Source: an optimization exercise on an open RTL-to-GDS flow (aim: small area, a short achievable clock period and few clock cycles per item). Production flows keep margins and buffers that such runs may drop. The RTL was checked by simulation tests, not by an equivalence proof against the original design.

$ cat config.mk
export PLATFORM = sky130hd
export DESIGN_NAME = sht_codegen
export DESIGN_NICKNAME = sht_codegen
export VERILOG_FILES = /design/flow/design.v
export SDC_FILE = /design/flow/constraint.sdc
export NUM_CORES = 4
export LEC_CHECK = 0
export CAP_MARGIN = 20
export CELL_PAD_IN_SITES_DETAIL_PLACEMENT = 2
export CELL_PAD_IN_SITES_GLOBAL_PLACEMENT = 2
export CORE_MARGIN = 2
export CORE_UTILIZATION = 30
export CTS_CLUSTER_DIAMETER = 200
export CTS_CLUSTER_SIZE = 20
export PLACE_DENSITY = 0.5
export SETUP_SLACK_MARGIN = 5
export SLEW_MARGIN = 20
$ cat constraint.sdc
create_clock -name core_clock -period 12.0 [get_ports {clk}]
set_input_delay 2.4000 -clock core_clock [delete_from_list [all_inputs] [get_ports {clk}]]
set_output_delay 2.4000 -clock core_clock [all_outputs]
set_load 0.01 [all_outputs]
$ cat design.v
module sht_sbox_hi (input wire [7:0] a, output wire [17:0] m);
  wire U0=a[7],U1=a[6],U2=a[5],U3=a[4],U4=a[3],U5=a[2],U6=a[1],U7=a[0];
  wire T1=U0^U3, T2=U0^U5, T3=U0^U6, T4=U3^U5, T5=U4^U6, T6=T1^T5, T7=U1^U2;
  wire T8=U7^T6, T9=U7^T7, T10=T6^T7, T11=U1^U5, T12=U2^U5, T13=T3^T4, T14=T6^T11;
  wire T15=T5^T11, T16=T5^T12, T17=T9^T16, T18=U3^U7, T19=T7^T18, T20=T1^T19;
  wire T21=U6^U7, T22=T7^T21, T23=T2^T22, T24=T2^T10, T25=T20^T17, T26=T3^T16, T27=T1^T12;
  wire D=U7;
  wire M1=T13&T6, M2=T23&T8, M3=T14^M1, M4=T19&D, M5=M4^M1, M6=T3&T16, M7=T22&T9;
  wire M8=T26^M6, M9=T20&T17, M10=M9^M6, M11=T1&T15, M12=T4&T27, M13=M12^M11;
  wire M14=T2&T10, M15=M14^M11, M16=M3^M2, M17=M5^T24, M18=M8^M7, M19=M10^M15;
  wire M20=M16^M13, M21=M17^M15, M22=M18^M13, M23=M19^T25, M24=M22^M23, M25=M22&M20;
  wire M26=M21^M25, M27=M20^M21, M28=M23^M25, M29=M28&M27, M30=M26&M24, M31=M20&M23;
  wire M32=M27&M31, M33=M27^M25, M34=M21&M22, M35=M24&M34, M36=M24^M25, M37=M21^M29;
  wire M38=M32^M33, M39=M23^M30, M40=M35^M36, M41=M38^M40, M42=M37^M39, M43=M37^M38;
  wire M44=M39^M40, M45=M42^M41;
  wire M46=M44&T6, M47=M40&T8, M48=M39&D, M49=M43&T16, M50=M38&T9, M51=M37&T17;
  wire M52=M42&T15, M53=M45&T27, M54=M41&T10, M55=M44&T13, M56=M40&T23, M57=M39&T19;
  wire M58=M43&T3, M59=M38&T22, M60=M37&T20, M61=M42&T1, M62=M45&T4, M63=M41&T2;
  assign m = {M46, M47, M48, M49, M50, M51, M52, M53, M54, M55, M56, M57, M58, M59, M60, M61, M62, M63};
endmodule
module sht_sbox_lo (input wire [17:0] m, output wire [7:0] y);
  wire M46, M47, M48, M49, M50, M51, M52, M53, M54, M55, M56, M57, M58, M59, M60, M61, M62, M63;
  assign {M46, M47, M48, M49, M50, M51, M52, M53, M54, M55, M56, M57, M58, M59, M60, M61, M62, M63} = m;
  wire L0=M61^M62, L1=M50^M56, L2=M46^M48, L3=M47^M55, L4=M54^M58, L5=M49^M61;
  wire L6=M62^L5, L7=M46^L3, L8=M51^M59, L9=M52^M53, L10=M53^L4, L11=M60^L2;
  wire L12=M48^M51, L13=M50^L0, L14=M52^M61, L15=M55^L1, L16=M56^L0, L17=M57^L1;
  wire L18=M58^L8, L19=M63^L4, L20=L0^L1, L21=L1^L7, L22=L3^L12, L23=L18^L2;
  wire L24=L15^L9, L25=L6^L10, L26=L7^L9, L27=L8^L10, L28=L11^L14, L29=L11^L17;
  assign y[7]=L6^L24;
  assign y[6]=~(L16^L26);
  assign y[5]=~(L19^L28);
  assign y[4]=L6^L21;
  assign y[3]=L20^L22;
  assign y[2]=L25^L29;
  assign y[1]=~(L13^L27);
  assign y[0]=~(L6^L23);
endmodule
module sht_key_subword (
  input  wire [31:0] w3,
  output wire [71:0] swm
);
  sht_sbox_hi u_s0 (.a(w3[23:16]), .m(swm[71:54]));
  sht_sbox_hi u_s1 (.a(w3[15:8]),  .m(swm[53:36]));
  sht_sbox_hi u_s2 (.a(w3[7:0]),   .m(swm[35:18]));
  sht_sbox_hi u_s3 (.a(w3[31:24]), .m(swm[17:0]));
endmodule
module sht_key_lo (
  input  wire [71:0] swm,
  output wire [31:0] sw
);
  sht_sbox_lo u_s0 (.m(swm[71:54]), .y(sw[31:24]));
  sht_sbox_lo u_s1 (.m(swm[53:36]), .y(sw[23:16]));
  sht_sbox_lo u_s2 (.m(swm[35:18]), .y(sw[15:8]));
  sht_sbox_lo u_s3 (.m(swm[17:0]),  .y(sw[7:0]));
endmodule
module sht_key_expand (
  input  wire [127:0] rk_in,
  input  wire [31:0]  sw,       
  input  wire [7:0]   rcon,
  output wire [127:0] rk_out
);
  wire [31:0] w0 = rk_in[127:96];
  wire [31:0] w1 = rk_in[95:64];
  wire [31:0] w2 = rk_in[63:32];
  wire [31:0] w3 = rk_in[31:0];
  wire [31:0] t  = sw ^ {rcon, 24'h000000};
  wire [31:0] p0 = w0;
  wire [31:0] p1 = w0 ^ w1;
  wire [31:0] p2 = p1 ^ w2;
  wire [31:0] p3 = p1 ^ (w2 ^ w3);
  assign rk_out = {p0 ^ t, p1 ^ t, p2 ^ t, p3 ^ t};
endmodule
module sht_aes_sub (
  input  wire [127:0] s_in,
  output wire [287:0] sm
);
  genvar i;
  generate
    for (i = 0; i < 16; i = i + 1) begin : g_sub
      sht_sbox_hi u_sbox (.a(s_in[127-8*i -: 8]), .m(sm[287-18*i -: 18]));
    end
  endgenerate
endmodule
module sht_aes_mix (
  input  wire [287:0] sm,
  output wire [127:0] sr,
  output wire [127:0] mc
);
  wire [127:0] sb;    
  genvar i, c;
  generate
    for (i = 0; i < 16; i = i + 1) begin : g_sub
      sht_sbox_lo u_sbox (.m(sm[287-18*i -: 18]), .y(sb[127-8*i -: 8]));
    end
    for (i = 0; i < 16; i = i + 1) begin : g_shift
      assign sr[127-8*i -: 8] = sb[127-8*((i%4) + 4*(((i/4) + (i%4)) % 4)) -: 8];
    end
    for (c = 0; c < 4; c = c + 1) begin : g_mix
      wire [7:0] a0 = sr[127-32*c -: 8];
      wire [7:0] a1 = sr[119-32*c -: 8];
      wire [7:0] a2 = sr[111-32*c -: 8];
      wire [7:0] a3 = sr[103-32*c -: 8];
      wire [7:0] b0 = a0 ^ a1;
      wire [7:0] b1 = a1 ^ a2;
      wire [7:0] b2 = a2 ^ a3;
      wire [7:0] b3 = a3 ^ a0;
      wire [7:0] t  = b0 ^ b2;
      wire [7:0] d0 = {b0[6:0], 1'b0} ^ (b0[7] ? 8'h1b : 8'h00);
      wire [7:0] d1 = {b1[6:0], 1'b0} ^ (b1[7] ? 8'h1b : 8'h00);
      wire [7:0] d2 = {b2[6:0], 1'b0} ^ (b2[7] ? 8'h1b : 8'h00);
      wire [7:0] d3 = {b3[6:0], 1'b0} ^ (b3[7] ? 8'h1b : 8'h00);
      assign mc[127-32*c -: 8] = a0 ^ t ^ d0;
      assign mc[119-32*c -: 8] = a1 ^ t ^ d1;
      assign mc[111-32*c -: 8] = a2 ^ t ^ d2;
      assign mc[103-32*c -: 8] = a3 ^ t ^ d3;
    end
  endgenerate
endmodule
module sht_codegen (
  input  wire         clk,
  input  wire         rst,           
  input  wire [127:0] key,           
  input  wire         req_valid,
  output wire         req_ready,
  input  wire         req_fixed,     
  input  wire [31:0]  req_frame,     
  input  wire [31:0]  req_salt,      
  input  wire [5:0]   req_addr,      
  input  wire [23:0]  req_train,     
  input  wire [5:0]   req_pulses,    
  input  wire [4:0]   req_window,    
  output wire         off_valid,
  input  wire         off_ready,
  output wire [9:0]   off_data,      
  output wire         off_last,      
  output reg  [15:0]  keychk,
  output reg          keychk_valid
);
  reg         b_valid;
  reg  [93:0] base;          
  reg  [1:0]  b_lastblk;     
  reg  [2:0]  b_lastcnt;     
  reg  [4:0]  b_win;
  reg         b_fixed;
  reg  [1:0]  jblk;          
  reg  [1:0]   ini;          
  reg  [4:0]   c;            
  reg  [127:0] s;            
  reg  [287:0] x;            
  reg  [127:0] rk;           
  reg  [71:0]  w;            
  reg  [31:0]  wk;           
  reg          k1_q;         
  reg          go_q;         
  reg          adv_q;        
  reg          ld_q;         
  reg          rdy_q;        
  reg          chk_pending;  
  reg          ja_v, ja_chk, ja_last, ja_fixed;
  reg  [2:0]   ja_cnt;       
  reg  [4:0]   ja_win;
  reg          jb_v, jb_last, jb_fixed;
  reg  [2:0]   jb_cnt;
  reg  [4:0]   jb_win;
  reg  [127:0] oa, ob;
  reg  [3:0]   oa_rem, ob_rem;      
  reg  [2:0]   oa_slot, ob_slot;    
  reg          oa_last, ob_last;    
  reg  [4:0]   oa_win, ob_win;
  reg          oa_fixed, ob_fixed;
  reg          ev;
  reg  [20:0]  es, ec;       
  reg  [15:0]  ep;
  reg          ef, el;
  reg          ov;
  reg  [9:0]   od;
  reg          ol;
  wire [287:0] sm;
  wire [127:0] sr, mc;
  wire [71:0]  swm;
  wire [127:0] rk_next;
  reg  [7:0]   rcon;
  sht_aes_sub     u_sub (.s_in(s), .sm(sm));
  sht_aes_mix     u_mix (.sm(x), .sr(sr), .mc(mc));
  sht_key_subword u_ksw (.w3(rk[31:0]), .swm(swm));
  wire [31:0] sw;
  sht_key_lo     u_klo (.swm(w), .sw(sw));
  sht_key_expand u_kex (
    .rk_in (k1_q ? key : rk),
    .sw    (k1_q ? wk : sw),
    .rcon  (rcon),
    .rk_out(rk_next)
  );
  always @(*) begin
    case (c)
      5'd1:    rcon = 8'h01;
      5'd3:    rcon = 8'h02;
      5'd5:    rcon = 8'h04;
      5'd7:    rcon = 8'h08;
      5'd9:    rcon = 8'h10;
      5'd11:   rcon = 8'h20;
      5'd13:   rcon = 8'h40;
      5'd15:   rcon = 8'h80;
      5'd17:   rcon = 8'h1b;
      5'd19:   rcon = 8'h36;
      default: rcon = 8'h00;
    endcase
  end
  wire [127:0] s_round = mc ^ rk;    
  wire [127:0] s_final = sr ^ rk;    
  wire oa_empty = (oa_rem == 4'd0);
  wire ob_empty = (ob_rem == 4'd0);
  wire at_a     = (c == 5'd0);
  wire at_b     = (c == 5'd1);
  wire adv      = adv_q;
  wire ld_a     = at_a && adv;
  wire take     = b_valid && ((ld_a && !chk_pending) || at_b);
  wire ld_lastb = (jblk == b_lastblk);
  wire take_last = take && ld_lastb;
  wire b_load   = rdy_q;      
  assign req_ready = rdy_q;
  wire [5:0]   pulses_m1 = req_pulses - 6'd1;
  wire [1:0]   ini_d  = (ini != 2'd0) ? ini - 2'd1 : 2'd0;
  wire [4:0]   c_d    = !adv ? c : (c == 5'd19) ? 5'd0 : c + 5'd1;
  wire         go_d   = oa_empty && ob_empty;
  wire         chk_d  = chk_pending && !ld_a;
  wire         bv_d   = b_load ? req_valid : b_valid;
  wire [1:0]   jblk_d = take ? (ld_lastb ? 2'd0 : jblk + 2'd1) : jblk;
  wire [1:0]   lb_d   = b_load ? pulses_m1[4:3] : b_lastblk;
  wire         adv_d  = (ini_d == 2'd0 || ini_d == 2'd1) && (c_d != 5'd0 || go_d);
  wire         rdy_d  = !bv_d || ((jblk_d == lb_d) &&
                        ((c_d == 5'd0 && adv_d && !chk_d) || c_d == 5'd1));
  wire [127:0] pt = chk_pending ? 128'd0 : {base, 32'd0, jblk};
  wire         o_adv = !ov || off_ready;
  wire         e_adv = !ev || o_adv;
  wire         sel_a = !oa_empty;
  wire [15:0]  ra    = oa[16*oa_slot +: 16];
  wire [15:0]  rb    = ob[16*ob_slot +: 16];
  wire [15:0]  rsel  = sel_a ? ra : rb;
  wire [4:0]   wsel  = sel_a ? oa_win : ob_win;
  wire [20:0]  pp0   = wsel[0] ? {5'd0, rsel}        : 21'd0;
  wire [20:0]  pp1   = wsel[1] ? {4'd0, rsel, 1'b0}  : 21'd0;
  wire [20:0]  pp2   = wsel[2] ? {3'd0, rsel, 2'b0}  : 21'd0;
  wire [20:0]  pp3   = wsel[3] ? {2'd0, rsel, 3'b0}  : 21'd0;
  wire [20:0]  s1    = pp0 ^ pp1 ^ pp2;
  wire [20:0]  c1    = {(pp0[19:0] & pp1[19:0]) | (pp0[19:0] & pp2[19:0]) | (pp1[19:0] & pp2[19:0]), 1'b0};
  wire [20:0]  s2    = s1 ^ c1 ^ pp3;
  wire [20:0]  c2    = {(s1[19:0] & c1[19:0]) | (s1[19:0] & pp3[19:0]) | (c1[19:0] & pp3[19:0]), 1'b0};
  wire [20:0]  ep4   = {1'b0, ep, 4'b0};
  wire [20:0]  s3    = es ^ ec ^ ep4;
  wire [20:0]  c3    = {(es[19:0] & ec[19:0]) | (es[19:0] & ep4[19:0]) | (ec[19:0] & ep4[19:0]), 1'b0};
  wire [20:0]  prod  = s3 + c3;
  always @(posedge clk) begin
    if (rst) begin
      b_valid      <= 1'b0;
      jblk         <= 2'd0;
      ini          <= 2'd3;
      c            <= 5'd0;
      go_q         <= 1'b0;
      adv_q        <= 1'b0;
      ld_q         <= 1'b0;
      k1_q         <= 1'b0;
      rdy_q        <= 1'b1;
      chk_pending  <= 1'b1;
      ja_v         <= 1'b0;
      jb_v         <= 1'b0;
      keychk_valid <= 1'b0;
      oa_rem       <= 4'd0;
      ob_rem       <= 4'd0;
      ev           <= 1'b0;
      ov           <= 1'b0;
    end else begin
      ini   <= ini_d;
      c     <= c_d;
      go_q  <= go_d;
      adv_q <= adv_d;
      ld_q  <= (c_d == 5'd0) || (c_d == 5'd1);
      k1_q  <= (c_d == 5'd1);
      rdy_q <= rdy_d;
      if (b_load)
        b_valid <= req_valid;
      if (take)
        jblk <= ld_lastb ? 2'd0 : jblk + 2'd1;
      if (ld_a) begin
        if (ja_v && ja_chk)
          keychk_valid <= 1'b1;
        if (ja_v && !ja_chk)
          oa_rem <= {1'b0, ja_cnt} + 4'd1;
        ja_v        <= chk_pending || b_valid;
        chk_pending <= 1'b0;
      end
      if (at_b) begin
        if (jb_v)
          ob_rem <= {1'b0, jb_cnt} + 4'd1;
        jb_v <= b_valid;
      end
      if (o_adv)
        ov <= ev;
      if (e_adv) begin
        ev <= !oa_empty || !ob_empty;
        if (sel_a)
          oa_rem <= oa_rem - 4'd1;
        else if (!ob_empty)
          ob_rem <= ob_rem - 4'd1;
      end
    end
  end
  always @(posedge clk) begin
    if (b_load) begin
      base      <= {req_frame, req_salt, req_addr, req_train};
      b_lastblk <= pulses_m1[4:3];
      b_lastcnt <= pulses_m1[2:0];
      b_win     <= req_window;
      b_fixed   <= req_fixed;
    end
    if (ini == 2'd3)
      rk <= key;
    if (ini == 2'd2)
      w  <= swm;
    if (ini == 2'd1)
      wk <= sw;
    if (adv) begin
      x <= sm;
      if (ld_q)
        s <= pt ^ key;
      else
        s <= s_round;
      if (c[0])
        rk <= rk_next;
      else if (c != 5'd0)
        w <= swm;
    end
    if (ld_a) begin
      if (ja_v && ja_chk)
        keychk <= s_final[15:0];
      if (ja_v && !ja_chk) begin
        oa       <= s_final;
        oa_slot  <= 3'd0;
        oa_last  <= ja_last;
        oa_win   <= ja_win;
        oa_fixed <= ja_fixed;
      end
      ja_chk   <= chk_pending;
      ja_last  <= ld_lastb;
      ja_cnt   <= ld_lastb ? b_lastcnt : 3'd7;
      ja_win   <= b_win;
      ja_fixed <= b_fixed;
    end
    if (at_b) begin
      if (jb_v) begin
        ob       <= s_final;
        ob_slot  <= 3'd0;
        ob_last  <= jb_last;
        ob_win   <= jb_win;
        ob_fixed <= jb_fixed;
      end
      jb_last  <= ld_lastb;
      jb_cnt   <= ld_lastb ? b_lastcnt : 3'd7;
      jb_win   <= b_win;
      jb_fixed <= b_fixed;
    end
    if (o_adv) begin
      od <= ef ? 10'd0 : prod[20:11];
      ol <= el;
    end
    if (e_adv) begin
      es <= s2;
      ec <= c2;
      ep <= wsel[4] ? rsel : 16'd0;
      if (sel_a) begin
        ef      <= oa_fixed;
        el      <= oa_last && (oa_rem == 4'd1);
        oa_slot <= oa_slot + 3'd1;
      end else begin
        ef      <= ob_fixed;
        el      <= ob_last && (ob_rem == 4'd1);
        if (!ob_empty)
          ob_slot <= ob_slot + 3'd1;
      end
    end
  end
  assign off_valid = ov;
  assign off_data  = od;
  assign off_last  = ol;
endmodule
$ cat flow/run.sh
#!/bin/bash
# Own layout flow: the standard flow (standard.sh), except that the
# synthesis maps the combinational logic with an area-oriented ABC script
# (flow/abc.script) that keeps the XOR gates of the AES datapath as XOR
# cells. Registers are mapped before ABC runs, so they are the standard
# synthesis's. Each step's output goes to a log file in this folder.
set -euo pipefail
W=$(pwd)
export FLOW_ABC_SCRIPT="$W/flow/abc.script"
export FLOW_REF_SYNTH="$W/synth_recipe.tcl"
bash standard.sh SYNTH_SCRIPT="$W/flow/synth_abc.tcl" synth > "$W/synth.log" 2>&1
bash standard.sh SETUP_SLACK_MARGIN=8.5 finish > "$W/layout.log" 2>&1
$ cat flow/abc.script
strash
&get -n
&dch -f
&nf
&put
$ cat flow/synth_abc.tcl
# The standard flow's synthesis script (synth_recipe.tcl), with ABC's mapping script
# replaced by flow/abc.script. Everything else, flip-flop mapping included,
# is unchanged.
proc abc {args} {
  set i [lsearch -exact $args -script]
  if { $i >= 0 } {
    lset args [expr { $i + 1 }] $::env(FLOW_ABC_SCRIPT)
  }
  yosys abc {*}$args
}
source $::env(FLOW_REF_SYNTH)
$ cat standard.sh
#!/bin/bash
# synth_recipe.tcl (not shown) runs the flow's synth.tcl, then flattens the netlist and writes it again
# the make line also repeats each setting of config.mk as NAME=value (left out here)
make -C /OpenROAD-flow-scripts/flow DESIGN_CONFIG=/design/flow/config.mk WORK_HOME=/design/flow/orfs CLKGATE_MAP_FILE= SYNTH_SCRIPT=/design/flow/synth_recipe.tcl "${@:-finish}"
==> results of run 1 <==
==> registers in the layout, summed over array words and instances, names as in the netlist, 4 cells and up <==
| register | flops |
|---|---|
| base | 94 |
| ep | 16 |
| oa | 128 |
| c | 5 |
| oa_win | 5 |
| rk | 128 |
| od | 10 |
| ec | 16 |
| ob_rem | 4 |
| s | 128 |
| ob_win | 5 |
| es | 16 |
| oa_rem | 4 |
| ja_win | 5 |
| keychk | 16 |
| u_kex.rcon | 8 |
| jb_win | 5 |
| ob | 128 |
| b_win | 5 |
| w | 72 |
| wk | 32 |
| x | 288 |
==> kinds of logic (layout without fill, tap and decap cells) <==
logic type / count (synthesis) / in the layout / share of synthesized area
adder cells (fa/ha/maj): 112 / 112 / 0.02438
AND/OR/NAND/NOR: 1339 / 1340 / 0.08070
flip-flops: 1163 / 1163 / 0.4572
multiplexers: 298 / 298 / 0.05411
other: 0 / 10 / 0
AO/OA/AOI/OAI: 670 / 670 / 0.05416
XOR/XNOR: 2481 / 2481 / 0.3231
buffers and inverters: 120 / 1325 / 0.006340
==> cell usage after synthesis, types with 3 or more instances <==
cell type	n
xnor2_1	1669
edfxtp_1	919
xor2_1	724
nor2_1	560
nand2_1	487
o21ai_0	290
dfxtp_1	244
mux2i_1	186
a21oi_1	183
clkinv_1	120
nand2b_1	110
nor2b_1	87
xnor3_1	78
ha_1	68
mux4_2	64
mux2_1	48
a31oi_1	47
fa_1	44
o31ai_1	33
a22o_1	27
and2_0	26
a22oi_1	25
or2_0	25
and3_1	13
a21o_1	12
nand3_1	12
o22ai_1	11
o41ai_1	10
xor3_1	10
a211oi_1	9
nor3_1	9
nand4_1	5
o21a_1	5
a21boi_0	3
a221oi_1	3
a32oi_1	3
o221a_1	3
o22a_1	3
or3_1	3
==> metal layers <==
| layer | vias to the layer above | part of all wire |
|---|---|---|
| li1 | 23269 | - |
| met2 | 706 | 0.51 |
| met4 | 2 | 0.031 |
| met5 | - | 0.000043 |
| met3 | 248 | 0.025 |
| met1 | 26414 | 0.44 |
==> through the flow <==
step	instance area, um^2	worst slack (ps)	hold WS, ps	utilization
3_5_place_dp	79290	6628	406.1	0.3368
2_1_floorplan	71270	5211	400.3	-
3_3_place_gp	79250	6520	400.3	0.3367
6_report	95000	8268	427.3	0.4036
5_1_grt	94980	8211	434.0	0.4035
4_1_cts	88760	8201	428.9	0.3770
==> worst max-delay path by stage <==
stage | startpoint | end | cells after the start
2_1_floorplan | adv_q$_SDFF_PP0_ | rk[121]$_DFF_P_ | 4
3_3_place_gp | key[106] | rk[10]$_DFF_P_ | 8
3_5_place_dp | key[123] | rk[27]$_DFF_P_ | 7
4_1_cts | keychk[10]$_DFFE_PP_ | keychk[10] | 1
5_1_grt | keychk[10]$_DFFE_PP_ | keychk[10] | 1
6_report | keychk[11]$_DFFE_PP_ | keychk[11] | 1
==> layout by cell type (no fill, tap or decap), types with 47 or more instances in the layout <==
cell type        instances
edfxtp_1               919
xor2_1                 558
nand2_1                473
mux2i_1                123
xnor2_2                337
dfxtp_1                204
mux4_2                  64
clkdlybuf4s50_1        174
clkbuf_1                48
clkinv_1                92
xnor2_4                146
clkbuf_16               71
xor2_2                 129
nor2_2                  66
o21ai_1                 68
xnor2_1               1186
ha_1                    59
o21ai_0                168
nor2_1                 483
buf_6                   53
a21oi_1                168
a31oi_1                 47
nand2b_1               110
nor2b_1                 82
xnor3_2                 52
buf_4                  712
==> repair_timing <==
item	4_1_cts	5_1_grt
buffers inserted	319	344
pin swaps	201	300
gates cloned	3	0
gates resized for setup	1052	630
setup endpoints to repair	695	361
hold buffers	0	0
==> cell type report <==
cell class                      count  area (um^2)  area share
Multi-Input combinational cell   4901        46540      0.4898
Tap cell                         3150         3941     0.04149
Sequential cell                  1163        32600      0.3431
Inverter                          120        500.5    0.005268
Timing Repair Buffer             1081         9375     0.09868
Clock inverter                      5        70.07   0.0007375
Antenna cell                       10        25.02   0.0002634
Clock buffer                      119         1957     0.02060
==> impl_metrics.py, run 1 <==
metrics = {
    "outcome": {
        "status": "no timing/DRC/antenna violations",
    },
    "floorplanning": {
        "fp-row-count": 178,
        "dieArea_mm2": 0.2407,
        "pin_count": 268,
        "die-height_um": 490.6,
        "die_w_um": 490.6,
        "core_mm2": 0.2354,
        "initial_core_util": 0.3018,
    },
    "sta": {
        "skew_ps": 30.90,
        "fin_crit_ps": 3732,
        "period_share": 0.3110,
        "setup_viol": 0,
        "fmax_mhz": 268.0,
        "rsz0062_at_grt": "true",
        "finalMaxSlewViolations": 0,
        "final-hold-violation-count": 0,
        "final.setup.tns_ps": 0,
        "worst_pin_slew_ps": 1167,
        "relSlewSlack": 0.2196,
    },
    "hold_path": {
        "holdPathStages": 0,
        "hold_class": "reg2reg",
        "holdPathEnd": "ob_win[2]$_DFFE_PP_",
        "min-delay-start": "jb_win[2]$_DFFE_PN_",
    },
    "clock_tree": {
        "cts.sinks": 1163,
        "cts-root-buf": "clkbuf_16",
        "clock_path_buffers": 3,
        "clkTransAtPathRegs_ps": 100,
        "cts-buffers-inserted": 68,
        "htreeDepth": 3,
        "worstSkewPairLatency_ps": 760,
        "cts_tree": "done",
    },
    "route": {
        "drt_iter0_markers": 2734,
        "wire_per_inst_um": 28.96,
        "via_count": 50639,
        "detail_route.wirelength_um": 305500,
        "via_per_inst": 4.800,
        "drc": 0,
        "ant_nets": 0,
        "firstDrtPassIters": 7,
    },
    "global_route": {
        "grt_use_met1": 0.3217,
        "grt_pass1_vias": 53736,
        "grtUsageTotal": 0.2441,
        "grt_util_met2": 0.4285,
        "antenna_found_initial": 33,
        "grt_pass1_wl_um": 417200,
        "met3_usage": 0.02039,
        "grt.busiest_layer": "met2",
        "grt_max_degree": 144,
        "overflow": 0,
    },
    "synth": {
        "avgSynthCellArea_um2": 11.49,
        "synth.cell_area_mm2": 0.07104,
        "async_flop_share": 0,
        "ys_types": 44,
        "yosys_warnings": 1,
        "synth_area_leader_cell": "edfxtp_1",
        "synth.top_cells.by_area": "edfxtp_1 39%, xnor2_1 21%, xor2_1 8.9%",
        "synth_flop_cell": "edfxtp_1",
        "synth_edf_count": 919,
        "postSynthCellCount": 6183,
        "synth-seq-area-share": 0.4572,
        "netlist.area_leader.share": 0.3885,
        "syn-num-nets": 6533,
        "ys_ff_latch": 1163,
    },
    "setup_path": {
        "r2r_slack_ps": 8370,
        "reg2reg_from": "ob_slot[0]$_DFF_P_",
        "worst_ep_required_time_ps": 9600,
        "critical_path_arrival_ps": 1330,
        "crit_path_max_incr_delay_ps": 410,
        "cp-end-kind": "output port",
        "reg2reg_depth": 14,
        "crit_type": "reg2out",
        "rr_endpoint": "es[3]$_DFFE_PN_",
        "cp_max_fo": 1,
        "critical_path_buf_inv_count": 1,
        "cp_slowest_cell": "edfxtp_1",
        "cp-start-kind": "register",
        "crit_family": "flip-flops",
        "path_cells": "buf_2",
    },
    "final_layout": {
        "area_delta_synth_final_pct": 33.73,
        "fin_cells": 10549,
        "final_nets": 7685,
        "drive_above_1_share": 0.2814,
        "final.fill_count": 24002,
    },
    "flow_run": {
        "drv_cap": 0,
    },
    "placed_design": {
        "post-place-cells": 9749,
        "port_buffers": 266,
        "gp_congestion": 0.8352,
        "place.detailed.hpwl_um": 230900,
    },
}
Testbench counts, summed over its fixed seeds: cycles 37,634, items 25,639.
==> run 2: changes to the inputs <==
--- a/flow/run.sh
+++ b/flow/run.sh
@@ -9,4 +9,4 @@
 export FLOW_ABC_SCRIPT="$W/flow/abc.script"
 export FLOW_REF_SYNTH="$W/synth_recipe.tcl"
 bash standard.sh SYNTH_SCRIPT="$W/flow/synth_abc.tcl" synth > "$W/synth.log" 2>&1
-bash standard.sh SETUP_SLACK_MARGIN=8.5 finish > "$W/layout.log" 2>&1
+bash standard.sh SETUP_SLACK_MARGIN=8.25 finish > "$W/layout.log" 2>&1
==> run 2 against run 1 <==
  * Utilization is 2.9 points lower
  * Count of clock-buffer cells in the layout stayed put
  * Fmax is 0.95% lower
  * Routed wire length is 3.3% lower
  * Synthesized area stayed put
  * Clock skew hardly changed
  * First-iteration DRC count is 6.3% lower
  * Via count is 3.6% lower
  * Highest routed layer unchanged
==> impl_metrics.py, run 2 <==
metrics = {
    "clock_tree": {
        "cts_tree": "done",
        "worstSkewPairLatency_ps": 740,
        "cts-buffers-inserted": 68,
        "cts.sinks": 1163,
        "htreeDepth": 3,
        "clkTransAtPathRegs_ps": 100,
        "clock_path_buffers": 3,
        "cts-root-buf": "clkbuf_16",
        "hold_buffers": 0,
    },
    "setup_path": {
        "cp-start-kind": "register",
        "critical_path_buf_inv_count": 1,
        "worst_ep_required_time_ps": 9600,
        "crit_family": "flip-flops",
        "cp_max_fo": 1,
        "critical_path_arrival_ps": 1370,
        "cp-end-kind": "output port",
        "path_cells": "buf_2",
        "cp_slowest_cell": "edfxtp_1",
        "crit_type": "reg2out",
        "crit_path_max_incr_delay_ps": 460,
    },
    "placed_design": {
        "post-place-ws_ps": 6537,
        "port_buffers": 266,
        "place.detailed.hpwl_um": 230900,
        "gp_congestion": 0.8445,
    },
    "synth": {
        "ys_types": 44,
        "synth.top_cells.by_area": "edfxtp_1 39%, xnor2_1 21%, xor2_1 8.9%",
        "yosysMostFrequentCell": "xnor2_1",
        "ys_ff_latch": 1163,
        "synth_flop_cell": "edfxtp_1",
        "async_flop_share": 0,
        "postSynthCellCount": 6183,
        "synth-seq-area-share": 0.4572,
        "syn-num-nets": 6533,
        "synth_edf_count": 919,
        "synth.cell_area_mm2": 0.07104,
        "yosys_warnings": 1,
        "synthTopCellsByCount": "1669 x xnor2_1, 919 x edfxtp_1, 724 x xor2_1, 560 x nor2_1, 487 x nand2_1",
        "netlist.area_leader.share": 0.3885,
        "synth_area_leader_cell": "edfxtp_1",
        "avgSynthCellArea_um2": 11.49,
    },
    "route": {
        "drt_iter0_markers": 2562,
        "firstDrtPassIters": 5,
        "detail_route.wirelength_um": 295300,
        "via_per_inst": 4.823,
        "via_count": 48794,
        "wire_per_inst_um": 29.19,
        "ant_nets": 0,
        "drc": 0,
    },
    "final_layout": {
        "drive_above_1_share": 0.1728,
        "final_nets": 7255,
        "layout_common_cells": "1350 x xnor2_1, 919 x edfxtp_1, 630 x xor2_1, 533 x nor2_1, 475 x nand2_1",
        "final_common_cell": "xnor2_1",
        "final_core_util": 0.3743,
        "largest_register": "x",
        "largest_reg_flops": 288,
        "area_delta_synth_final_pct": 24.04,
    },
    "sta": {
        "final.setup.tns_ps": 0,
        "skew_ps": 31.03,
        "final-hold-violation-count": 0,
        "setup_slack_ps": 8233,
        "worst_pin_slew_ps": 1120,
        "relSlewSlack": 0.2531,
        "fin_crit_ps": 3767,
        "setup_viol": 0,
        "finalMaxSlewViolations": 0,
        "period_share": 0.3139,
        "fmax_mhz": 265.4,
        "rsz0062_at_grt": "true",
        "holdWs_ps": 424.5,
    },
    "global_route": {
        "overflow": 0,
        "grt_max_degree": 155,
        "grt_pass1_vias": 51911,
        "grt_pass1_wl_um": 408800,
        "grtUsageTotal": 0.2388,
        "antenna_found_initial": 36,
    },
    "floorplanning": {
        "initial_core_util": 0.3018,
        "fp-row-count": 178,
        "die_w_um": 490.6,
        "dieArea_mm2": 0.2407,
        "die-height_um": 490.6,
        "core_mm2": 0.2354,
        "pin_count": 268,
    },
    "outcome": {
        "status": "no timing/DRC/antenna violations",
    },
    "hold_path": {
        "hold_class": "reg2reg",
    },
    "flow_run": {
        "drv_cap": 0,
    },
}
## run 2: cell types whose count changed in the layout (fill, tap and decap cells not counted), sizes merged, moves of 10 or more
cell | before | now
clkdlybuf4s50 | 174 | 184
clkbuf | 142 | 122
clkdlybuf4s15 | 11 | 0
inv | 18 | 7
buf | 847 | 413
clkinv | 107 | 119
dlymetal6s2s | 1 | 16
## run 2: cell type report
| class | instances | area [um^2] |
|---|---|---|
| multi-input cells | 4901 | 43160 |
| repair buffers | 651 | 5937 |
| clock inverters | 6 | 71.32 |
| well taps | 3150 | 3941 |
| fillers | 24470 | 147300 |
| flip-flops and latches | 1163 | 32580 |
| clock buffers | 119 | 1936 |
| diodes | 7 | 17.52 |
| inverters | 120 | 488.0 |
## run 2: logic make-up after synthesis
logic type      share of synthesized area
compound gates                    0.05416
buf+inv                          0.006340
simple gates                      0.08070
mux                               0.05411
fa+ha+maj                         0.02438
xor+xnor                           0.3231
flops                              0.4572
## run 2: repair_timing
item,CTS,global route
endpoints found under the setup margin,433,345
buffers inserted,63,189
resized for setup,613,348
pin swaps,39,94
gates cloned,2,2
## run 2: metal layers
layer  global-route usage  up-vias  wire length [um]
met5                    0        -                21
li1                     -    22450                 -
met2               0.4155      670            147100
met4              0.05908        4              8342
met1               0.3206    25453            131400
met3              0.01806      217              8481
## run 2: path summary, 6_finish.rpt
kind | from | to | slack [ps] | cells after the start
hold reg to reg | jb_win[3]$_DFFE_PN_ | ob_win[3]$_DFFE_PP_ | 420 | 0
hold / removal | jb_win[3]$_DFFE_PN_ | ob_win[3]$_DFFE_PP_ | 420 | 0
setup / recovery | keychk[15]$_DFFE_PP_ | keychk[15] | 8230 | 1
setup reg to reg | x[282]$_DFFE_PP_ | s[104]$_DFFE_PP_ | 8340 | 8
## run 2: through the flow
| stage | cell area [um^2] | cells |
|---|---|---|
| after floorplan | 71260 | 6183 |
| after global placement | 79090 | 9728 |
| after detailed placement | 79120 | 9729 |
| after CTS | 84460 | 9919 |
| after global routing | 88110 | 10112 |
| final | 88120 | 10117 |
==> run 3: changes to the inputs <==
==> flow/abc.script (replaced) <==
strash
&get -n
&dch -f
&nf -R 1000
&put
==> run 3 against run 2 <==
  * Critical path depth did not move
  * Sequential share of layout area hardly changed
  * Clock skew increased by 17 ps
  * Via count rose by 0.67%
  * Synthesized cell count increased by 1.1%
  * Routed wire length rose by 0.64%
==> impl_metrics.py, run 3 <==
metrics = {
    "outcome": {
        "status": "no timing/DRC/antenna violations",
    },
    "global_route": {
        "grt_max_degree": 143,
        "grt_pass1_vias": 51853,
        "overflow": 0,
        "grt_pass1_wl_um": 409100,
        "antenna_found_initial": 27,
        "grtUsageTotal": 0.2443,
    },
    "synth": {
        "yosysMostFrequentCell": "xnor2_1",
        "postSynthCellCount": 6253,
        "synth.cell_area_mm2": 0.07000,
        "ys_types": 43,
        "synth_flop_cell": "edfxtp_1",
        "ys_ff_latch": 1163,
        "yosys_warnings": 1,
        "async_flop_share": 0,
        "synth-seq-area-share": 0.4640,
        "synthTopCellsByCount": "1861 x xnor2_1, 919 x edfxtp_1, 631 x xor2_1, 574 x nor2_1, 520 x nand2_1",
        "avgSynthCellArea_um2": 11.19,
        "netlist.area_leader.share": 0.3943,
        "synth_edf_count": 919,
        "synth_area_leader_cell": "edfxtp_1",
        "syn-num-nets": 6603,
        "synth.top_cells.by_area": "edfxtp_1 39%, xnor2_1 23%, xor2_1 7.9%",
    },
    "setup_path": {
        "crit_path_end": "keychk[5]",
        "crit_cells": 1,
        "cp-startpoint": "keychk[5]$_DFFE_PP_",
        "reg2reg_from": "x[128]$_DFFE_PP_",
        "crit_type": "reg2out",
        "cp_slowest_cell": "edfxtp_1",
        "cp-start-kind": "register",
        "critical_path_arrival_ps": 1370,
        "crit_family": "flip-flops",
        "reg2reg_depth": 7,
        "crit_path_max_incr_delay_ps": 470,
        "cp-end-kind": "output port",
        "rr_endpoint": "s[55]$_DFFE_PP_",
        "path_cells": "buf_6",
        "cp_max_fo": 1,
        "r2r_slack_ps": 8330,
        "worst_ep_required_time_ps": 9600,
        "critical_path_buf_inv_count": 1,
    },
    "route": {
        "drt_iter0_markers": 2797,
        "firstDrtPassIters": 5,
        "via_count": 49123,
        "detail_route.wirelength_um": 297200,
        "drc": 0,
        "wire_per_inst_um": 29.35,
        "via_per_inst": 4.852,
        "ant_nets": 0,
    },
    "final_layout": {
        "layout_common_cells": "1442 x xnor2_1, 919 x edfxtp_1, 557 x nor2_1, 530 x xor2_1, 514 x nand2_1",
        "final_nets": 7366,
        "largest_register": "x",
        "largest_reg_flops": 288,
        "area_delta_synth_final_pct": 25.72,
        "final_common_cell": "xnor2_1",
        "drive_above_1_share": 0.1822,
    },
    "floorplanning": {
        "dieArea_mm2": 0.2372,
        "core_mm2": 0.2323,
        "die_w_um": 487.0,
        "initial_core_util": 0.3013,
        "pin_count": 268,
        "fp-row-count": 177,
        "die-height_um": 487.0,
    },
    "sta": {
        "finalMaxSlewViolations": 0,
        "setup_viol": 0,
        "period_share": 0.3144,
        "skew_ps": 47.87,
        "worst_pin_slew_ps": 1154,
        "relSlewSlack": 0.2224,
        "fin_crit_ps": 3773,
        "fmax_mhz": 265.0,
        "final.setup.tns_ps": 0,
        "rsz0062_at_grt": "true",
        "final-hold-violation-count": 0,
    },
    "flow_run": {
        "drv_cap": 0,
    },
    "clock_tree": {
        "clock_path_buffers": 3,
        "clkTransAtPathRegs_ps": 90,
        "htreeDepth": 3,
        "cts-root-buf": "clkbuf_16",
        "cts-buffers-inserted": 68,
        "cts_tree": "done",
        "cts.sinks": 1163,
        "worstSkewPairLatency_ps": 750,
    },
    "hold_path": {
        "min-delay-start": "ja_win[0]$_DFFE_PP_",
        "hold_class": "reg2reg",
    },
    "placed_design": {
        "gp_congestion": 0.8265,
        "place.detailed.hpwl_um": 232400,
        "port_buffers": 266,
    },
}
==> run 3: changes by cell type after synthesis, moves of 28 or more <==
cell / before / now
nor2b_1: 87 / 52
xor2_1: 724 / 631
xnor2_1: 1669 / 1861
nand2b_1: 110 / 138
nand2_1: 487 / 520
clkinv_1: 120 / 167
xnor3_1: 78 / 3
==> run 3: worst min path at each step <==
stage	depth (start not counted)	to
4_1_cts	0	oa_win[0]$_DFFE_PP_
3_3_place_gp	0	ob_win[0]$_DFFE_PP_
5_1_grt	0	oa_win[3]$_DFFE_PP_
3_5_place_dp	0	oa_win[0]$_DFFE_PP_
2_1_floorplan	0	oa_fixed$_DFFE_PP_
6_report	0	oa_win[0]$_DFFE_PP_
==> run 3: final cells by class <==
| type | instances | area, um^2 |
|---|---|---|
| Timing Repair Buffer | 692 | 6252 |
| Clock buffer | 123 | 2014 |
| Multi-Input combinational cell | 4924 | 42650 |
| Sequential cell | 1163 | 32560 |
| Clock inverter | 1 | 16.27 |
| Fill cell | 24185 | 144300 |
| Tap cell | 3043 | 3807 |
| Inverter | 167 | 669.4 |
| Antenna cell | 12 | 30.03 |
==> run 3: kinds of logic after synthesis <==
group,synth area share
adder cells (fa/ha/maj),0.02474
AO/OA/AOI/OAI,0.05602
AND/OR/NAND/NOR,0.08189
XOR/XNOR,0.3128
buffers and inverters,0.008956
flip-flops,0.4640
multiplexers,0.05157
==> run 3: per-layer routing <==
| metal | routed length [um] | part of all wire | global-route usage |
|---|---|---|---|
| met3 | 10020 | 0.034 | 0.02314 |
| met1 | 136700 | 0.46 | 0.3403 |
| met5 | 21 | 0.000071 | 0 |
| met2 | 143000 | 0.48 | 0.4127 |
| met4 | 7480 | 0.025 | 0.04681 |
==> run 3: repair_timing <==
action,CTS,global route
setup endpoints to repair,447,273
hold buffers,0,0
setup buffers,109,172
gates resized for setup,606,397
gates cloned,0,5
pin swaps,83,122
==> run 3: per-stage QoR <==
stage / std cells / worst slack, ps / util / area [um^2] / hold slack (ps)
detailed placement: 9703 / 6510 / 0.3356 / 77970 / 405.2
CTS: 9936 / 8029 / 0.3615 / 83980 / 424.9
global placement: 9701 / 6484 / 0.3355 / 77940 / 400.9
floorplan: 6253 / 5472 / - / 70200 / 400.3
global route: 10114 / 8140 / 0.3787 / 87970 / 431.5
finish: 10125 / 8227 / 0.3788 / 88000 / 424.3
==> run 4: changes to the inputs <==
==> flow/run.sh (replaced) <==
#!/bin/bash
set -euo pipefail
W=$(pwd)
export FLOW_ABC_SCRIPT="$W/flow/abc.script"
export FLOW_REF_SYNTH="$W/synth_recipe.tcl"
bash standard.sh SYNTH_SCRIPT="$W/flow/synth_abc.tcl" synth > "$W/synth.log" 2>&1
bash standard.sh SETUP_SLACK_MARGIN=8.1 finish > "$W/layout.log" 2>&1
==> flow/abc.script (replaced) <==
strash
&get -n
&dch -f
&nf
&put
==> run 4 against run 3 <==
  * Fmax is 4.2% lower
  * Sequential share of layout area is 1.1 points higher
  * Count of clock-buffer cells in the layout is 8 lower
==> impl_metrics.py, run 4 <==
metrics = {
    "setup_path": {
        "cp-end-kind": "register",
        "rr_endpoint": "s[104]$_DFFE_PP_",
        "reg2reg_from": "x[2]$_DFFE_PP_",
        "reg2reg_depth": 8,
        "critical_path_arrival_ps": 4580,
        "cp-start-kind": "primary input",
        "crit_type": "in2reg",
        "worst_ep_required_time_ps": 12650,
        "r2r_slack_ps": 8170,
        "cp-startpoint": "key[126]",
        "cp_max_fo": 3,
    },
    "sta": {
        "finalMaxSlewViolations": 0,
        "worst_pin_slew_ps": 1217,
        "setup_viol": 0,
        "relSlewSlack": 0.1826,
        "setup_slack_ps": 8062,
        "period_share": 0.3281,
        "final.setup.tns_ps": 0,
        "skew_ps": 41.42,
        "rsz0062_at_grt": "true",
        "final-hold-violation-count": 0,
        "fin_crit_ps": 3938,
        "fmax_mhz": 254.0,
    },
    "clock_tree": {
        "cts.sinks": 1163,
        "cts-buffers-inserted": 68,
        "hold_buffers": 0,
        "clock_path_buffers": 3,
        "cts-root-buf": "clkbuf_16",
        "worstSkewPairLatency_ps": 730,
        "cts_tree": "done",
        "htreeDepth": 3,
        "clkTransAtPathRegs_ps": 90,
    },
    "final_layout": {
        "layout_common_cells": "1423 x xnor2_1, 919 x edfxtp_1, 658 x xor2_1, 543 x nor2_1, 474 x nand2_1",
        "drive_above_1_share": 0.1256,
        "largest_register": "x",
        "area_delta_synth_final_pct": 20.40,
        "final_common_cell": "xnor2_1",
        "largest_reg_flops": 288,
        "final_nets": 7119,
        "stdcell_area_mm2": 0.08553,
    },
    "floorplanning": {
        "initial_core_util": 0.3018,
        "core_mm2": 0.2354,
        "die-height_um": 490.6,
        "die_w_um": 490.6,
        "pin_count": 268,
        "dieArea_mm2": 0.2407,
        "fp-row-count": 178,
    },
    "hold_path": {
        "holdPathEnd": "oa_win[4]$_DFFE_PP_",
        "min-delay-start": "ja_win[4]$_DFFE_PP_",
        "hold_class": "reg2reg",
        "holdPathStages": 0,
    },
    "synth": {
        "netlist.area_leader.share": 0.3885,
        "postSynthCellCount": 6183,
        "yosys_warnings": 1,
        "synthTopCellsByCount": "1669 x xnor2_1, 919 x edfxtp_1, 724 x xor2_1, 560 x nor2_1, 487 x nand2_1",
        "synth_area_leader_cell": "edfxtp_1",
        "ys_types": 44,
        "async_flop_share": 0,
        "synth_flop_cell": "edfxtp_1",
        "synth.top_cells.by_area": "edfxtp_1 39%, xnor2_1 21%, xor2_1 8.9%",
        "ys_ff_latch": 1163,
        "avgSynthCellArea_um2": 11.49,
        "yosysMostFrequentCell": "xnor2_1",
        "synth_edf_count": 919,
        "syn-num-nets": 6533,
        "synth.cell_area_mm2": 0.07104,
        "synth-seq-area-share": 0.4572,
    },
    "global_route": {
        "grt_max_degree": 146,
        "antenna_found_initial": 27,
        "grtUsageTotal": 0.2371,
        "overflow": 0,
        "grt_pass1_wl_um": 404000,
        "grt_pass1_vias": 51473,
    },
    "placed_design": {
        "post-place-ws_ps": 6531,
        "port_buffers": 266,
        "gp_congestion": 0.8325,
        "place.detailed.hpwl_um": 231300,
        "placed_area_mm2": 0.07930,
    },
    "route": {
        "wire_per_inst_um": 29.18,
        "detail_route.wirelength_um": 291100,
        "drc": 0,
        "drt_iter0_markers": 2617,
        "via_per_inst": 4.814,
        "via_count": 48016,
        "ant_nets": 0,
        "firstDrtPassIters": 5,
    },
    "flow_run": {
        "drv_cap": 0,
    },
    "outcome": {
        "status": "no timing/DRC/antenna violations",
    },
}
[run 4: logic make-up after synthesis]
group	share of synthesized area
adder cells (fa/ha/maj)	0.02438
multiplexers	0.05411
AO/OA/AOI/OAI	0.05416
XOR/XNOR	0.3231
AND/OR/NAND/NOR	0.08070
buffers and inverters	0.006340
flip-flops	0.4572
[run 4: through the flow]
stage / hold WS, ps / util / std cells
after global placement: 400.6 / 0.3366 / 9749
after CTS: 427.5 / 0.3544 / 9897
after detailed placement: 405.2 / 0.3368 / 9750
final: 424.5 / 0.3633 / 9974
after floorplan: 400.3 / - / 6183
after global routing: 430.6 / 0.3633 / 9967
[run 4: repair_timing]
action                                  in CTS  in global routing
resized for setup                          310                250
pin swaps                                   18                 45
endpoints found under the setup margin     331                192
setup buffers                               30                 69
gates cloned                                 0                  0
[run 4: worst max path at each step]
stage / end / slack [ps] / cells after the start
4_1_cts: rk[3]$_DFF_P_ / 7920 / 9
5_1_grt: w[28]$_DFF_P_ / 8050 / 12
3_5_place_dp: rk[27]$_DFF_P_ / 6530 / 7
2_1_floorplan: rk[121]$_DFF_P_ / 5210 / 4
3_3_place_gp: rk[10]$_DFF_P_ / 6290 / 8
6_report: rk[30]$_DFF_P_ / 8060 / 7
[run 4: worst max-delay path: stages]
cell             delay [ps]
clkdlybuf4s50_1         600
mux2i_2                 360
xor2_2                  170
xnor2_4                 420
xnor2_2                 210
or2_0                   250
a21oi_1                 150
[run 4: cell type report]
type	instances	area [um^2]
fillers	24675	149900
multi-input cells	4900	41690
flip-flops and latches	1163	32550
repair buffers	516	4881
well taps	3150	3941
clock buffers	115	1942
inverters	120	488.0
clock inverters	2	28.78
diodes	8	20.02
[run 4: routing by layer]
layer,vias up,wire [um],GRT usage
li1,22182,-,-
met1,24966,129500,0.3136
met2,652,144700,0.4155
met3,212,7822,0.01962
met4,4,8982,0.06133
met5,-,27,0
==> run 5: changes to the inputs <==
==> flow/run.sh (replaced) <==
#!/bin/bash
set -euo pipefail
W=$(pwd)
export FLOW_ABC_SCRIPT="$W/flow/abc.script"
export FLOW_REF_SYNTH="$W/synth_recipe.tcl"
bash standard.sh SYNTH_SCRIPT="$W/flow/synth_abc.tcl" synth > "$W/synth.log" 2>&1
bash standard.sh SETUP_SLACK_MARGIN=8.4 finish > "$W/layout.log" 2>&1
==> run 5 against run 4 <==
  * Still clean on timing, DRC and antenna
  * Hold slack improved by 3.4 ps
  * Clock skew down 13 ps
  * Routed wire length increased by 3.2%
  * Non-clock buffer count up 397
  * Setup slack improved by 200 ps
  * Register-to-register slack gained 190 ps
  * Fmax increased by 5.3%
  * Count of clock-buffer cells in the layout grew 4
  * First-iteration DRC count grew 0.73%
  * Critical endpoint is now keychk[11]
==> impl_metrics.py, run 5 <==
metrics = {
    "clock_tree": {
        "clkTransAtPathRegs_ps": 100,
        "hold_buffers": 0,
        "cts-root-buf": "clkbuf_16",
        "clock_path_buffers": 3,
        "htreeDepth": 3,
        "cts-buffers-inserted": 68,
        "cts.sinks": 1163,
        "cts_tree": "done",
        "worstSkewPairLatency_ps": 760,
    },
    "setup_path": {
        "critical_path_buf_inv_count": 1,
        "critical_path_arrival_ps": 1340,
        "cp-start-kind": "register",
        "rr_endpoint": "x[1]$_DFFE_PP_",
        "crit_family": "flip-flops",
        "reg2reg_from": "s[5]$_DFFE_PP_",
        "crit_type": "reg2out",
        "crit_cells": 1,
        "crit_path_max_incr_delay_ps": 420,
        "reg2reg_depth": 14,
        "cp-startpoint": "keychk[11]$_DFFE_PP_",
        "r2r_slack_ps": 8360,
        "cp_max_fo": 1,
        "path_cells": "buf_2",
        "crit_path_end": "keychk[11]",
        "cp-end-kind": "output port",
        "cp_slowest_cell": "edfxtp_1",
        "worst_ep_required_time_ps": 9600,
    },
    "route": {
        "firstDrtPassIters": 5,
        "drt_iter0_markers": 2636,
        "drc": 0,
        "via_per_inst": 4.787,
        "detail_route.wirelength_um": 300300,
        "ant_nets": 0,
        "via_count": 49690,
        "wire_per_inst_um": 28.93,
    },
    "sta": {
        "finalMaxSlewViolations": 0,
        "period_share": 0.3115,
        "worst_pin_slew_ps": 1146,
        "fmax_mhz": 267.5,
        "setup_viol": 0,
        "final.setup.tns_ps": 0,
        "relSlewSlack": 0.2303,
        "rsz0062_at_grt": "true",
        "final-hold-violation-count": 0,
        "setup_slack_ps": 8262,
        "fin_crit_ps": 3738,
        "skew_ps": 27.98,
    },
    "global_route": {
        "grt_pass1_vias": 52733,
        "grt_pass1_wl_um": 411100,
        "grt_max_degree": 144,
        "overflow": 0,
        "grtUsageTotal": 0.2407,
        "antenna_found_initial": 34,
    },
    "synth": {
        "netlist.area_leader.share": 0.3885,
        "synth_flop_cell": "edfxtp_1",
        "synth_area_leader_cell": "edfxtp_1",
        "syn-num-nets": 6533,
        "synth.top_cells.by_area": "edfxtp_1 39%, xnor2_1 21%, xor2_1 8.9%",
        "yosys_warnings": 1,
        "yosysMostFrequentCell": "xnor2_1",
        "ys_types": 44,
        "synth.cell_area_mm2": 0.07104,
        "ys_ff_latch": 1163,
        "avgSynthCellArea_um2": 11.49,
        "synthTopCellsByCount": "1669 x xnor2_1, 919 x edfxtp_1, 724 x xor2_1, 560 x nor2_1, 487 x nand2_1",
        "synth_edf_count": 919,
        "postSynthCellCount": 6183,
        "async_flop_share": 0,
        "synth-seq-area-share": 0.4572,
    },
    "floorplanning": {
        "core_mm2": 0.2354,
        "die-height_um": 490.6,
        "pin_count": 268,
        "dieArea_mm2": 0.2407,
        "die_w_um": 490.6,
        "fp-row-count": 178,
        "initial_core_util": 0.3018,
    },
    "final_layout": {
        "final_nets": 7517,
        "final_common_cell": "xnor2_1",
        "drive_above_1_share": 0.2393,
        "area_delta_synth_final_pct": 29.80,
        "largest_reg_flops": 288,
        "largest_register": "x",
        "final_core_util": 0.3917,
        "layout_common_cells": "1245 x xnor2_1, 919 x edfxtp_1, 583 x buf_4, 579 x xor2_1, 500 x nor2_1",
    },
    "hold_path": {
        "hold_class": "reg2reg",
        "holdPathStages": 0,
    },
    "placed_design": {
        "gp_congestion": 0.8352,
        "post-place-ws_ps": 6628,
        "place.detailed.hpwl_um": 230900,
        "port_buffers": 266,
    },
    "outcome": {
        "status": "no timing/DRC/antenna violations",
    },
    "flow_run": {
        "drv_cap": 0,
    },
}
[run 5: logic make-up after synthesis]
| logic type | Yosys count | share of synthesized area |
|---|---|---|
| buf+inv | 120 | 0.006340 |
| simple gates | 1339 | 0.08070 |
| flops | 1163 | 0.4572 |
| compound gates | 670 | 0.05416 |
| mux | 298 | 0.05411 |
| fa+ha+maj | 112 | 0.02438 |
| xor+xnor | 2481 | 0.3231 |
[run 5: timing repair]
action	CTS	global route
cloned	2	2
pin swaps	110	231
endpoints found under the setup margin	506	398
setup buffers	187	307
resized for setup	791	566
[run 5: area by class of cell]
cell class / count / area (um^2)
well taps: 3150 / 3941
diodes: 10 / 25.02
multi-input cells: 4901 / 45230
flip-flops and latches: 1163 / 32580
repair buffers: 913 / 7910
inverters: 120 / 489.2
fillers: 24206 / 143200
clock buffers: 119 / 1957
clock inverters: 5 / 70.07
[run 5: metal layers]
metal,vias to the layer above,global-route usage,wire length (um)
met5,-,0,61
met4,8,0.06556,9373
met3,248,0.01869,7031
met2,657,0.4193,150800
met1,25847,0.3201,133100
li1,22930,-,-
[run 5: how the worst min path moves through the flow]
stage	from	endpoint	slack [ps]
detailed placement	ja_win[0]$_DFFE_PP_	oa_win[0]$_DFFE_PP_	410
global placement	jb_fixed$_DFFE_PN_	ob_fixed$_DFFE_PP_	400
floorplan	ja_fixed$_DFFE_PP_	oa_fixed$_DFFE_PP_	400
CTS	jb_win[0]$_DFFE_PN_	ob_win[0]$_DFFE_PP_	430
global route	jb_fixed$_DFFE_PN_	ob_fixed$_DFFE_PP_	430
finish	jb_win[2]$_DFFE_PN_	ob_win[2]$_DFFE_PP_	430
[run 5: stage by stage]
step,hold WS (ps),area (um^2),std cells
5_1_grt,434.0,92190,10372
3_3_place_gp,400.3,79250,9748
4_1_cts,428.9,86500,10062
6_report,427.8,92210,10381
3_5_place_dp,406.1,79290,9749
2_1_floorplan,400.3,71270,6183
==> run 6: changes to the inputs <==
==> flow/run.sh (replaced) <==
#!/bin/bash
set -euo pipefail
W=$(pwd)
export FLOW_ABC_SCRIPT="$W/flow/abc.script"
export FLOW_REF_SYNTH="$W/synth_recipe.tcl"
bash standard.sh SYNTH_SCRIPT="$W/flow/synth_abc.tcl" synth > "$W/synth.log" 2>&1
bash standard.sh SETUP_SLACK_MARGIN=8.25 finish > "$W/layout.log" 2>&1
--- a/config.mk
+++ b/config.mk
@@ -9,9 +9,9 @@
 export CELL_PAD_IN_SITES_DETAIL_PLACEMENT = 2
 export CELL_PAD_IN_SITES_GLOBAL_PLACEMENT = 2
 export CORE_MARGIN = 2
-export CORE_UTILIZATION = 30
+export CORE_UTILIZATION = 60
 export CTS_CLUSTER_DIAMETER = 200
 export CTS_CLUSTER_SIZE = 20
-export PLACE_DENSITY = 0.5
+export PLACE_DENSITY = 0.75
 export SETUP_SLACK_MARGIN = 5
 export SLEW_MARGIN = 20
==> run 6 against run 5 <==
  * The flow now stops in detailed placement
  * Synthesized cell count stayed put
  * Synthesized area unchanged
==> impl_metrics.py, run 6 <==
metrics = {
    "synth": {
        "synth_area_leader_cell": "edfxtp_1",
        "ys_ff_latch": 1163,
        "postSynthCellCount": 6183,
        "netlist.area_leader.share": 0.3885,
        "synthTopCellsByCount": "1669 x xnor2_1, 919 x edfxtp_1, 724 x xor2_1, 560 x nor2_1, 487 x nand2_1",
        "synth_edf_count": 919,
        "synth-seq-area-share": 0.4572,
        "yosys_warnings": 1,
        "synth.cell_area_mm2": 0.07104,
        "ys_types": 44,
        "async_flop_share": 0,
        "avgSynthCellArea_um2": 11.49,
        "syn-num-nets": 6533,
        "synth_flop_cell": "edfxtp_1",
        "synth.top_cells.by_area": "edfxtp_1 39%, xnor2_1 21%, xor2_1 8.9%",
        "yosysMostFrequentCell": "xnor2_1",
    },
    "floorplanning": {
        "pin_count": 268,
        "fp-row-count": 126,
        "initial_core_util": 0.6032,
        "die-height_um": 348.1,
        "die_w_um": 348.1,
    },
    "outcome": {
        "lastStage": "detailed placement",
        "status": "aborted with a tool error",
        "tool.error": "[ERROR DPL-0033] detailed placement checks failed during check placement.",
    },
    "placed_design": {
        "port_buffers": 266,
        "place.detailed.hpwl_um": 252200,
        "gp_congestion": 0.9719,
    },
}
## run 6: cell counts after synthesis
No cell type changed its count.
## run 6: logic make-up after synthesis
kind of cell             synth area share
XOR/XNOR                           0.3231
AND/OR/NAND/NOR                   0.08070
flip-flops                         0.4572
AO/OA/AOI/OAI                     0.05416
multiplexers                      0.05411
buffers and inverters            0.006340
adder cells (fa/ha/maj)           0.02438
## run 6: how the worst max path moves through the flow
stage	endpoint	cells past startpoint	slack [ps]	startpoint
2_1_floorplan	rk[121]$_DFF_P_	4	5210	adv_q$_SDFF_PP0_
3_3_place_gp	rk[11]$_DFF_P_	8	6790	key[75]
## run 6: per-stage QoR
step | std cells | worst slack [ps]
after floorplan | 6183 | 5211
after global placement | 8064 | 6787
==> run 7: changes to the inputs <==
--- a/config.mk
+++ b/config.mk
@@ -9,9 +9,9 @@
 export CELL_PAD_IN_SITES_DETAIL_PLACEMENT = 2
 export CELL_PAD_IN_SITES_GLOBAL_PLACEMENT = 2
 export CORE_MARGIN = 2
-export CORE_UTILIZATION = 60
+export CORE_UTILIZATION = 45
 export CTS_CLUSTER_DIAMETER = 200
 export CTS_CLUSTER_SIZE = 20
-export PLACE_DENSITY = 0.75
+export PLACE_DENSITY = 0.6
 export SETUP_SLACK_MARGIN = 5
 export SLEW_MARGIN = 20
==> run 7 against run 6 <==
  * The run now finishes clean
  * Synthesized cell count unchanged
  * Synthesized area is the same
==> impl_metrics.py, run 7 <==
metrics = {
    "setup_path": {
        "worst_ep_required_time_ps": 12570,
        "cp_max_fo": 5,
        "critical_path_arrival_ps": 4580,
        "reg2reg_from": "s[46]$_DFFE_PP_",
        "crit_path_max_incr_delay_ps": 550,
        "path_cells": "xnor3_2 > buf_4 > xor2_1 > ha_1 > xor2_1 > xnor2_1 > xnor2_2 > o21ai_0 > xnor2_2 > xnor2_1 > xnor3_1 > nor2_1",
        "crit_family": "XOR/XNOR gates",
        "crit_type": "reg2reg",
        "cp_slowest_cell": "edfxtp_1",
        "reg2reg_depth": 12,
        "cp-start-kind": "register",
        "critical_path_buf_inv_count": 1,
        "cp-end-kind": "register",
        "rr_endpoint": "x[91]$_DFFE_PP_",
        "r2r_slack_ps": 7990,
    },
    "synth": {
        "synthTopCellsByCount": "1669 x xnor2_1, 919 x edfxtp_1, 724 x xor2_1, 560 x nor2_1, 487 x nand2_1",
        "syn-num-nets": 6533,
        "yosysMostFrequentCell": "xnor2_1",
        "avgSynthCellArea_um2": 11.49,
        "synth.top_cells.by_area": "edfxtp_1 39%, xnor2_1 21%, xor2_1 8.9%",
        "synth.cell_area_mm2": 0.07104,
        "synth_area_leader_cell": "edfxtp_1",
        "ys_ff_latch": 1163,
        "ys_types": 44,
        "synth_edf_count": 919,
        "yosys_warnings": 1,
        "async_flop_share": 0,
        "postSynthCellCount": 6183,
        "netlist.area_leader.share": 0.3885,
        "synth_flop_cell": "edfxtp_1",
        "synth-seq-area-share": 0.4572,
    },
    "route": {
        "detail_route.wirelength_um": 297100,
        "wire_per_inst_um": 32.88,
        "ant_nets": 0,
        "firstDrtPassIters": 6,
        "drt_iter0_markers": 4417,
        "via_count": 52382,
        "via_per_inst": 5.797,
        "drc": 0,
    },
    "sta": {
        "setup_viol": 0,
        "setup_slack_ps": 7987,
        "relSlewSlack": 0.1564,
        "final-hold-violation-count": 0,
        "final.setup.tns_ps": 0,
        "fmax_mhz": 249.2,
        "skew_ps": 35.08,
        "finalMaxSlewViolations": 0,
        "worst_pin_slew_ps": 1261,
        "period_share": 0.3344,
        "fin_crit_ps": 4013,
        "rsz0062_at_grt": "true",
    },
    "global_route": {
        "grt_pass1_vias": 54483,
        "grtUsageTotal": 0.3337,
        "grt_max_degree": 168,
        "antenna_found_initial": 26,
        "grt_pass1_wl_um": 390700,
        "overflow": 0,
    },
    "clock_tree": {
        "clock_path_buffers": 3,
        "cts-root-buf": "clkbuf_16",
        "cts.sinks": 1163,
        "cts_tree": "done",
        "clkTransAtPathRegs_ps": 90,
        "cts-buffers-inserted": 68,
        "worstSkewPairLatency_ps": 730,
        "htreeDepth": 3,
    },
    "floorplanning": {
        "pin_count": 268,
        "die_w_um": 401.3,
        "die-height_um": 401.3,
        "initial_core_util": 0.4537,
        "fp-row-count": 145,
        "core_mm2": 0.1566,
        "dieArea_mm2": 0.1611,
    },
    "placed_design": {
        "gp_congestion": 0.9214,
        "place.detailed.hpwl_um": 210000,
        "port_buffers": 266,
        "placed_area_mm2": 0.07747,
        "post-place-ws_ps": 6571,
    },
    "outcome": {
        "status": "no timing/DRC/antenna violations",
    },
    "hold_path": {
        "hold_class": "reg2reg",
        "holdPathEnd": "ob_win[2]$_DFFE_PP_",
        "holdPathStages": 0,
        "min-delay-start": "jb_win[2]$_DFFE_PN_",
    },
    "final_layout": {
        "area_delta_synth_final_pct": 21.71,
        "final_common_cell": "xnor2_1",
        "largest_reg_flops": 288,
        "final_nets": 7270,
        "layout_common_cells": "1373 x xnor2_1, 919 x edfxtp_1, 619 x xor2_1, 531 x nor2_1, 475 x nand2_1",
        "final_core_util": 0.5522,
        "largest_register": "x",
        "drive_above_1_share": 0.1709,
        "stdcell_area_mm2": 0.08646,
    },
    "flow_run": {
        "drv_cap": 0,
    },
}
## run 7: worst max-delay path by stage
stage | start | end | depth (start not counted)
6_report | s[46]$_DFFE_PP_ | x[91]$_DFFE_PP_ | 12
5_1_grt | s[37]$_DFFE_PP_ | x[73]$_DFFE_PP_ | 13
4_1_cts | oa_slot[0]$_DFF_P_ | es[11]$_DFFE_PN_ | 10
3_5_place_dp | key[106] | rk[10]$_DFF_P_ | 8
3_3_place_gp | key[106] | rk[10]$_DFF_P_ | 8
2_1_floorplan | adv_q$_SDFF_PP0_ | rk[121]$_DFF_P_ | 4
## run 7: area by class of cell
type | count | area, um^2
antenna | 4 | 10.01
clock buffer | 117 | 1907
clock inverter | 7 | 72.57
fill | 14963 | 70110
inverter | 120 | 488.0
multi-input combinational | 4902 | 42940
sequential | 1163 | 32570
tap | 2058 | 2575
timing repair buffer | 665 | 5903
## run 7: routing by layer
metal / GRT usage / vias to the layer above / wire, um
li1: - / 22442 / -
met1: 0.4233 / 27459 / 115900
met5: 0 / - / 120
met3: 0.04983 / 577 / 17950
met4: 0.1596 / 14 / 17870
met2: 0.5597 / 1890 / 145200
## run 7: repair_timing
| item | CTS | global route |
|---|---|---|
| pin swaps | 44 | 121 |
| gates cloned | 0 | 4 |
| resized for setup | 550 | 359 |
| hold buffers | 0 | 0 |
| endpoints found under the setup margin | 406 | 230 |
| buffers inserted | 49 | 239 |
## run 7: logic make-up (layout without fill, tap and decap cells)
family	Yosys count	count (layout)	synth area share
AOI/OAI and AO/OA	670	670	0.05416
xor gates and xnor gates	2481	2481	0.3231
adders and majority gates	112	112	0.02438
buffers and inverters	120	909	0.006340
DFF	1163	1163	0.4572
muxes	298	299	0.05411
other	0	4	0
and+or+nand+nor	1339	1340	0.08070
## run 7: per-stage QoR
stage / hold WS, ps / instances
after floorplan: 400.3 / 6183
after detailed placement: 405.7 / 8616
after global placement: 400.6 / 8616
final: 424.1 / 9036
after CTS: 426.1 / 8789
after global routing: 430.8 / 9032

==> separate check: timing with driven ports <==
No port has a modelled driver above. Below, the same layouts with a new extraction and two added sets of constraints. Step 1, drivers: a clkbuf_16 drives clk and a buf_2 each remaining input, both assumed. Step 2 adds t to the input delays and takes it off the output delays; t is the mean of the earliest and latest rising clock arrival at the registers after step 1. Input paths then give back, and output paths get back, about the clock's delay inside the block. a / b / c = ideal ports / drivers / drivers and shift; a / b = the first two.
| run | t, ns | setup slack, ns | worst hold slack (ns) | clock arrival spread, ns | slew at the worst register clock pin (ns) |
|---|---|---|---|---|---|
| run 1 | 0.833 | 8.268 / 8.176 / 7.709 | 0.427 / 0.427 / 0.427 | 0.036 / 0.036 | 0.11 / 0.11 |
| run 2 | 0.824 | 8.233 / 8.138 / 7.398 | 0.424 / 0.424 / 0.424 | 0.038 / 0.038 | 0.11 / 0.11 |
| run 3 | 0.813 | 8.227 / 8.138 / 7.492 | 0.424 / 0.424 / 0.424 | 0.058 / 0.058 | 0.11 / 0.11 |
| run 4 | 0.799 | 8.062 / 8.096 / 7.327 | 0.424 / 0.424 / 0.424 | 0.044 / 0.044 | 0.10 / 0.10 |
| run 5 | 0.832 | 8.262 / 8.170 / 7.649 | 0.428 / 0.428 / 0.428 | 0.030 / 0.030 | 0.11 / 0.11 |
| run 7 | 0.804 | 7.987 / 7.987 / 7.420 | 0.424 / 0.424 / 0.424 | 0.039 / 0.039 | 0.11 / 0.11 |
After both steps every run listed still meets setup and hold. The setup slack of run 2, which loses most, moves by -0.095 ns with the drivers and by -0.835 ns with both steps.
